Source: an optimization exercise on an open RTL-to-GDS flow (aim: small area). Production flows keep margins and buffers that such runs may drop. The RTL of this run was laid out without a check of its function. Power and IR drop assume default switching activity.

<file path="run.sh">
#!/bin/bash
# synth_recipe.tcl (not shown) runs the flow's synth.tcl, then flattens the netlist and writes it again
# the make line also repeats each setting of config.mk as NAME=value (left out here)
make -C /OpenROAD-flow-scripts/flow DESIGN_CONFIG=/design/flow/config.mk WORK_HOME=/design/flow/orfs CLKGATE_MAP_FILE= SYNTH_SCRIPT=/design/flow/synth_recipe.tcl finish
</file>
<file path="config.mk">
export PLATFORM = sky130hd
export DESIGN_NAME = acq_xm16
export DESIGN_NICKNAME = acq_xm16
export VERILOG_FILES = /design/flow/design.v
export SDC_FILE = /design/flow/constraint.sdc
export NUM_CORES = 4
export LEC_CHECK = 0
export CAP_MARGIN = 20
export CORE_MARGIN = 2
export CORE_UTILIZATION = 40
export SLEW_MARGIN = 20
</file>
<file path="constraint.sdc">
create_clock -name core_clock -period 14.0 [get_ports {clk}]
set_input_delay 2.8000 -clock core_clock [delete_from_list [all_inputs] [get_ports {clk}]]
set_output_delay 2.8000 -clock core_clock [all_outputs]
set_load 0.01 [all_outputs]
</file>
<file path="design.v">
module acq_chan (
    input  wire        clk,
    input  wire        rst,
    input  wire        en,
    input  wire        bit_en,
    input  wire        bit_in,
    input  wire        prot_dec,
    input  wire        met_dec,
    input  wire        cfg_we,
    input  wire [15:0] cfg_hi,
    input  wire [15:0] cfg_lo,
    input  wire [4:0]  cfg_count,
    input  wire [2:0]  cfg_act,
    input  wire        cfg_inv_trip,
    output wire [25:0] met_word,
    output reg         invalid,
    output reg         raised,
    output wire [2:0]  act
);
    localparam RUN_LIMIT  = 9'd256;
    localparam GOOD_LIMIT = 13'd4096;
    localparam PROT_SPAN  = 6'd32;
    localparam MET_SPAN   = 9'd384;
    wire clr  = rst || !en;
    wire step = en && bit_en;
    reg signed [15:0] hi, lo;
    reg [4:0]         count;
    reg [2:0]         act_r;
    reg               inv_trip;
    always @(posedge clk) begin
        if (rst) begin
            hi       <= 16'sh7fff;
            lo       <= 16'sh8000;
            count    <= 5'd1;
            act_r    <= 3'd0;
            inv_trip <= 1'b1;
        end else if (cfg_we) begin
            hi       <= cfg_hi;
            lo       <= cfg_lo;
            count    <= cfg_count;
            act_r    <= cfg_act;
            inv_trip <= cfg_inv_trip;
        end
    end
    assign act = act_r;
    reg        last_bit;
    reg [8:0]  run_len;       
    reg [12:0] good_cnt;      
    wire [8:0] run_next = (run_len != 9'd0 && bit_in == last_bit)
                          ? ((run_len == RUN_LIMIT) ? RUN_LIMIT : run_len + 9'd1)
                          : 9'd1;
    wire long_run   = (run_next == RUN_LIMIT);
    wire go_invalid = step && !invalid && long_run;
    wire go_valid   = step && invalid && !long_run && (good_cnt == GOOD_LIMIT - 13'd1);
    always @(posedge clk) begin
        if (clr) begin
            last_bit <= 1'b0;
            run_len  <= 9'd0;
            good_cnt <= 13'd0;
            invalid  <= 1'b0;
        end else if (step) begin
            last_bit <= bit_in;
            run_len  <= run_next;
            if (go_invalid) begin
                invalid  <= 1'b1;
                good_cnt <= 13'd0;
            end else if (invalid) begin
                if (long_run)
                    good_cnt <= 13'd0;
                else if (go_valid) begin
                    invalid  <= 1'b0;
                    good_cnt <= 13'd0;
                end else
                    good_cnt <= good_cnt + 13'd1;
            end
        end
    end
    reg [5:0] prot_seen;
    reg [8:0] met_seen;
    wire [5:0] prot_seen_next = (prot_seen == PROT_SPAN) ? PROT_SPAN : prot_seen + 6'd1;
    wire [8:0] met_seen_next  = (met_seen == MET_SPAN) ? MET_SPAN : met_seen + 9'd1;
    always @(posedge clk) begin
        if (clr || (step && (go_valid || go_invalid))) begin
            prot_seen <= 6'd0;
            met_seen  <= 9'd0;
        end else if (step) begin
            prot_seen <= prot_seen_next;
            met_seen  <= met_seen_next;
        end
    end
    reg  [8:0] p_i1, p_i2, p_d1, p_d2;
    wire [8:0] p_i1n = p_i1 + {8'd0, bit_in};
    wire [8:0] p_i2n = p_i2 + p_i1n;
    wire [8:0] p_c1  = p_i2n - p_d1;
    wire [8:0] p_c2  = p_c1 - p_d2;           
    always @(posedge clk) begin
        if (clr) begin
            p_i1 <= 9'd0;
            p_i2 <= 9'd0;
            p_d1 <= 9'd0;
            p_d2 <= 9'd0;
        end else if (step) begin
            p_i1 <= p_i1n;
            p_i2 <= p_i2n;
            if (prot_dec) begin
                p_d1 <= p_i2n;
                p_d2 <= p_c1;
            end
        end
    end
    wire signed [17:0] p_full = $signed({1'b0, p_c2, 8'd0}) - 18'sd32768;
    wire signed [15:0] p_val  = (p_full > 18'sd32767) ? 16'sh7fff : p_full[15:0];
    wire prot_ok = step && prot_dec && !invalid && !go_invalid && !go_valid
                   && (prot_seen_next == PROT_SPAN);
    reg [4:0] n_hi, n_lo, n_in;
    wire above = p_val > hi;
    wire below = p_val < lo;
    wire [4:0] n_hi_next = above ? ((n_hi == 5'd16) ? n_hi : n_hi + 5'd1) : 5'd0;
    wire [4:0] n_lo_next = below ? ((n_lo == 5'd16) ? n_lo : n_lo + 5'd1) : 5'd0;
    wire [4:0] n_in_next = (!above && !below) ? ((n_in == 5'd16) ? n_in : n_in + 5'd1) : 5'd0;
    always @(posedge clk) begin
        if (clr || cfg_we || act_r == 3'd0) begin
            n_hi   <= 5'd0;
            n_lo   <= 5'd0;
            n_in   <= 5'd0;
            raised <= 1'b0;
        end else if (go_invalid) begin
            n_hi <= 5'd0;
            n_lo <= 5'd0;
            n_in <= 5'd0;
            if (inv_trip)
                raised <= 1'b1;
        end else if (prot_ok) begin
            n_hi <= n_hi_next;
            n_lo <= n_lo_next;
            n_in <= n_in_next;
            if (!raised && (n_hi_next >= count || n_lo_next >= count))
                raised <= 1'b1;
            else if (raised && n_in_next >= count)
                raised <= 1'b0;
        end
    end
    reg  [21:0] m_i1, m_i2, m_i3, m_d1, m_d2, m_d3;
    wire [21:0] m_i1n = m_i1 + {21'd0, bit_in};
    wire [21:0] m_i2n = m_i2 + m_i1n;
    wire [21:0] m_i3n = m_i3 + m_i2n;
    wire [21:0] m_c1  = m_i3n - m_d1;
    wire [21:0] m_c2  = m_c1 - m_d2;
    wire [21:0] m_c3  = m_c2 - m_d3;          
    always @(posedge clk) begin
        if (clr) begin
            m_i1 <= 22'd0;
            m_i2 <= 22'd0;
            m_i3 <= 22'd0;
            m_d1 <= 22'd0;
            m_d2 <= 22'd0;
            m_d3 <= 22'd0;
        end else if (step) begin
            m_i1 <= m_i1n;
            m_i2 <= m_i2n;
            m_i3 <= m_i3n;
            if (met_dec) begin
                m_d1 <= m_i3n;
                m_d2 <= m_c1;
                m_d3 <= m_c2;
            end
        end
    end
    wire signed [25:0] m_full = $signed({1'b0, m_c3, 3'd0}) - 26'sd8388608;
    wire signed [23:0] m_val  = (m_full > 26'sd8388607) ? 24'sh7fffff : m_full[23:0];
    wire met_ok = step && met_dec && !invalid && !go_invalid && !go_valid
                  && (met_seen_next == MET_SPAN);
    reg signed [23:0] met_val;
    reg               met_inv;
    always @(posedge clk) begin
        if (clr) begin
            met_val <= 24'sd0;
            met_inv <= 1'b1;
        end else if (go_invalid) begin
            met_inv <= 1'b1;
        end else if (met_ok) begin
            met_val <= m_val;
            met_inv <= 1'b0;
        end
    end
    wire met_ovr = (met_val >= 24'sd7864320) || (met_val <= -24'sd7864320);
    assign met_word = {met_ovr, met_inv, met_val};
endmodule
module acq_xm16 (
    input  wire          clk,
    input  wire          rst,             
    input  wire          bit_en,          
    input  wire [15:0]   mdat,            
    input  wire [15:0]   ch_en,           
    input  wire          cfg_we,          
    input  wire [3:0]    cfg_ch,
    input  wire [15:0]   cfg_hi,
    input  wire [15:0]   cfg_lo,
    input  wire [4:0]    cfg_count,       
    input  wire [2:0]    cfg_act,         
    input  wire          cfg_inv_trip,
    output wire [415:0]  met_word,        
    output wire [15:0]   ch_invalid,      
    output wire [15:0]   win_raised,      
    output wire [3:0]    acq_prot,        
    output wire          acq_stream       
);
    reg [6:0] bit_cnt;
    always @(posedge clk) begin
        if (rst)
            bit_cnt <= 7'd0;
        else if (bit_en)
            bit_cnt <= bit_cnt + 7'd1;
    end
    wire prot_dec = bit_en && (bit_cnt[3:0] == 4'hf);
    wire met_dec  = bit_en && (bit_cnt == 7'h7f);
    wire [2:0] act [0:15];
    genvar c;
    generate
        for (c = 0; c < 16; c = c + 1) begin : g_ch
            acq_chan u_ch (
                .clk          (clk),
                .rst          (rst),
                .en           (ch_en[c]),
                .bit_en       (bit_en),
                .bit_in       (mdat[c]),
                .prot_dec     (prot_dec),
                .met_dec      (met_dec),
                .cfg_we       (cfg_we && (cfg_ch == c)),
                .cfg_hi       (cfg_hi),
                .cfg_lo       (cfg_lo),
                .cfg_count    (cfg_count),
                .cfg_act      (cfg_act),
                .cfg_inv_trip (cfg_inv_trip),
                .met_word     (met_word[26*c +: 26]),
                .invalid      (ch_invalid[c]),
                .raised       (win_raised[c]),
                .act          (act[c])
            );
        end
    endgenerate
    reg [3:0] prot_or;
    integer k;
    always @(*) begin
        prot_or = 4'd0;
        for (k = 0; k < 16; k = k + 1)
            if (win_raised[k])
                case (act[k])
                    3'd1: prot_or[0] = 1'b1;
                    3'd2: prot_or[1] = 1'b1;
                    3'd3: prot_or[2] = 1'b1;
                    3'd4: prot_or[3] = 1'b1;
                    default: ;
                endcase
    end
    assign acq_prot   = prot_or;
    assign acq_stream = |ch_invalid;
endmodule
</file>
==> results.json <==
{
  "grt_use_met3": 0.0344,
  "grtUsageMet2": 0.306,
  "synthSimpleGateAreaFrac": 0.203,
  "vdd_drop_max_v": 0.000155,
  "grt_pass1_vias": 237000,
  "maxSlewHeadroom": 0.189,
  "synthFlopType": "dfxtp_1",
  "ios": 534,
  "nFillCells": 72800,
  "ant_nets": 0,
  "cts_buffers": 567,
  "hold_class": "flop to flop",
  "postCtsResizedCells": 0,
  "grt.busiest_layer": "met2",
  "post_drt_wl_per_cell_um": 15.4,
  "avgSynthCellArea_um2": 7.83,
  "die-area_um2": 746000,
  "postCtsSetupBuffers": 0,
  "drc": 0,
  "initialDrtViolationCount": 15000,
  "layout.nets": 40700,
  "synth_cells": 37800,
  "status": "timing/DRC/antenna clean",
  "place_inst": 46700,
  "crit_path_max_incr_delay_ps": 830,
  "synth_compound_area_frac": 0.170,
  "synth_edf_count": 0,
  "vias": 249000,
  "yosysSeqAreaShare": 0.311,
  "io_buffers": 533,
  "fin_skew_ps": 42.9,
  "syn-num-nets": 40900,
  "vias_per_cell": 5.22,
  "initial_core_util": 0.402,
  "yosysWarnings": 2,
  "synth_top_family_by_area": "simple AND/OR/NAND/NOR gates",
  "ys_types": 108,
  "p_seq_frac": 0.345,
  "clock.fmax_mhz": 81.8,
  "final.min_clock_period_ps": 12230,
  "cts.sinks": 4599,
  "clkTransAtPathRegs_ps": 60,
  "cp_data_arrival_time_ps": 13240,
  "comb_power_share": 0.260,
  "p_int_w": 0.0264,
  "crit_required_ps": 15010,
  "crit_path_max_fanout": 12,
  "maxCapViolCount": 0,
  "path_common_cell": "ha_1",
  "critPathKind": "input port to flop",
  "htreeDepth": 6,
  "end_kind": "flop",
  "worstSetupStartpointType": "input port",
  "tritoncts": "done",
  "core-area_um2": 736000,
  "grt_pass1_wl_mm": 1200,
  "setup_ws_ps": 1770,
  "maxSlewViolCount": 0,
  "cp_top_family": "compound AO/OA/AOI/OAI gates",
  "slowest_stage": "xnor2_1",
  "track_usage": 0.188,
  "place_ws_ps": 910,
  "hpwlAfterDp_mm": 516,
  "grt-ovfl-total": 0,
  "worst_pin_slew_ps": 1220,
  "worstRegToRegCells": 42,
  "p_total_w": 0.0383,
  "rows": 315,
  "die_w_um": 864,
  "layout-drive-gt1-share": 0.0413,
  "p_sw_frac": 0.312,
  "grt_max_degree": 164,
  "layout_commonest_cell": "nand2_1",
  "clock_path_buffers": 4,
  "p_per_area_nw_per_um2": 116,
  "fin_hold_ws_ps": 432,
  "die_h_um": 864,
  "drt-total-wl_mm": 737,
  "cp.depth": 43,
  "hold_violations": 0,
  "area_growth_pct": 11.2,
  "regArea_um2": 92100,
  "rsz0062_at_grt": "no",
  "cp.buffers_inverters": 3,
  "drt-pass1-iter-count": 6,
  "p_sw_w": 0.0119,
  "globalplace.congestion": 0.855,
  "finalSetupTns_ps": 0,
  "antenna_found_initial": 96,
  "synth_seq_cells": 4599,
  "clockRootBuffer": "clkbuf_16",
  "use_met1": 0.254,
  "stdcell_count": 47800,
  "whs_path_depth": 2,
  "clock_power_share": 0.395,
  "synthArstFlopShare": 0,
  "p_leak_nw": 132,
  "multi_input_area_um2": 187000,
  "hold_buffers": 0,
  "fin_crit_sh": 0.874,
  "layout_common_cells": "nand2_1, dfxtp_1, nor2_1",
  "synthXorXnorAreaFrac": 0.0948,
  "worstSkewPairLatency_ps": 1110,
  "syn_area_um2": 296000,
  "synthMuxAreaShare": 0.0304,
  "finalSetupViolations": 0,
  "synth_fa_ha_area_frac": 0.134
}
-- stage by stage --
| step | util | instance area (µm²) |
|---|---|---|
| final | 0.447 | 329000 |
| after global routing | 0.447 | 329000 |
| after CTS | 0.446 | 329000 |
| after detailed placement | 0.420 | 309000 |
| after global placement | 0.420 | 309000 |
| after floorplan | - | 296000 |
-- power groups by stage --
stage | clock [W] | sequential (W) | combinational, W
2_1_floorplan | 0 | 0.0135 | 0.00770
3_3_place_gp | 0 | 0.0135 | 0.00971
3_5_place_dp | 0 | 0.0135 | 0.00987
4_1_cts | 0.0156 | 0.0132 | 0.00997
5_1_grt | 0.0161 | 0.0132 | 0.0112
6_report | 0.0151 | 0.0132 | 0.00997
-- path summary, 6_finish.rpt --
path	start	endpoint	slack (ps)
setup / recovery	mdat[10]	g_ch[10].u_ch.met_val[3]$_SDFFE_PP0P_	1770
setup reg to reg	g_ch[10].u_ch.m_i1[0]$_SDFFE_PP0P_	g_ch[10].u_ch.met_val[3]$_SDFFE_PP0P_	4080
hold / removal	g_ch[0].u_ch.good_cnt[12]$_SDFFE_PP0P_	g_ch[0].u_ch.good_cnt[12]$_SDFFE_PP0P_	430
hold reg to reg	g_ch[0].u_ch.good_cnt[12]$_SDFFE_PP0P_	g_ch[0].u_ch.good_cnt[12]$_SDFFE_PP0P_	430
-- per-layer routing --
layer | share of wire | up-vias
met5 | 0.00022 | -
met4 | 0.031 | 24
met3 | 0.059 | 1087
met2 | 0.44 | 4146
met1 | 0.47 | 116000
li1 | - | 129000
-- tightest hold or removal path: stages (launching register included) --
cell	delay [ps]
dfxtp_1	310
nand2_1	50
a21oi_1	30
-- final cells by class --
cell class              count  area share
inverters                2740      0.0313
clock inverters           165     0.00622
multi-input cells       28800       0.570
flip-flops and latches   4599       0.280
clock buffers             843      0.0519
well taps                9827      0.0374
repair buffers            793      0.0231
diodes                     46    0.000350
-- Yosys cell counts (all sizes together), types with 260 or more instances --
master	number	area, µm²
xnor2	1635	14400
a211oi	455	3420
nor3	626	3140
dfxtp	4599	92100
nand2b	426	2670
a21o	597	4480
clkbuf	1399	5250
xor2	1470	12900
o21ai	1711	8560
and3	578	3620
o211ai	260	1950
mux2i	865	8660
nand3	880	4410
a21oi	3753	18800
o21bai	263	1970
inv	2729	10200
nand4	309	1950
nor2	3830	14400
nor2b	430	2690
nand2	5001	18800
ha	2952	36900
-- flip-flops by register name, indices dropped and copies added, names as in the netlist, 256 cells and up --
name and cells:
g_ch.u_ch.m_d1 352, g_ch.u_ch.m_d2 352, g_ch.u_ch.m_d3 352, g_ch.u_ch.m_i1 352, g_ch.u_ch.m_i2 352, g_ch.u_ch.m_i3 352
g_ch.u_ch.met_val 352, g_ch.u_ch.hi 256, g_ch.u_ch.lo 256
-- cells by family (layout without fill, tap and decap cells) --
group                      after synthesis  count (layout)
and+or+nand+nor                      13300           13300
AOI/OAI and AO/OA                     8407            8407
DFF                                   4599            4599
buffers and inverters                 4373            4541
xor gates and xnor gates              3140            3140
adders and majority gates             3080            3080
muxes                                  895             895
other                                    0              46

==> what the ideal ports hide <==
The flow's constraints put no driver on any port. The routed layout listed below was extracted and timed again, unchanged, in two steps.
Step 1 (the two cells are an assumption about what drives the block):
set clk [get_ports {clk}]
set_driving_cell -lib_cell sky130_fd_sc_hd__clkbuf_16 $clk
set_driving_cell -lib_cell sky130_fd_sc_hd__buf_2 [delete_from_list [all_inputs] $clk]
Step 2 moves the port delays by t, midway between the first and last clock arrival at a register: inputs arrive t later, outputs are due t later. That takes back most of the time a late clock gives input paths.
Slacks: ideal ports / drivers / drivers and shift; pairs: ideal ports / drivers.
t, ns: 1.216
setup WS [ns]: 1.768 / 1.846 / 0.631
worst setup path at the end: input to register
pins driven straight from the clock port: 1
After both steps setup and hold are still met in this run. The setup slack of this run moves by +0.078 ns with the drivers and by -1.137 ns with both steps.
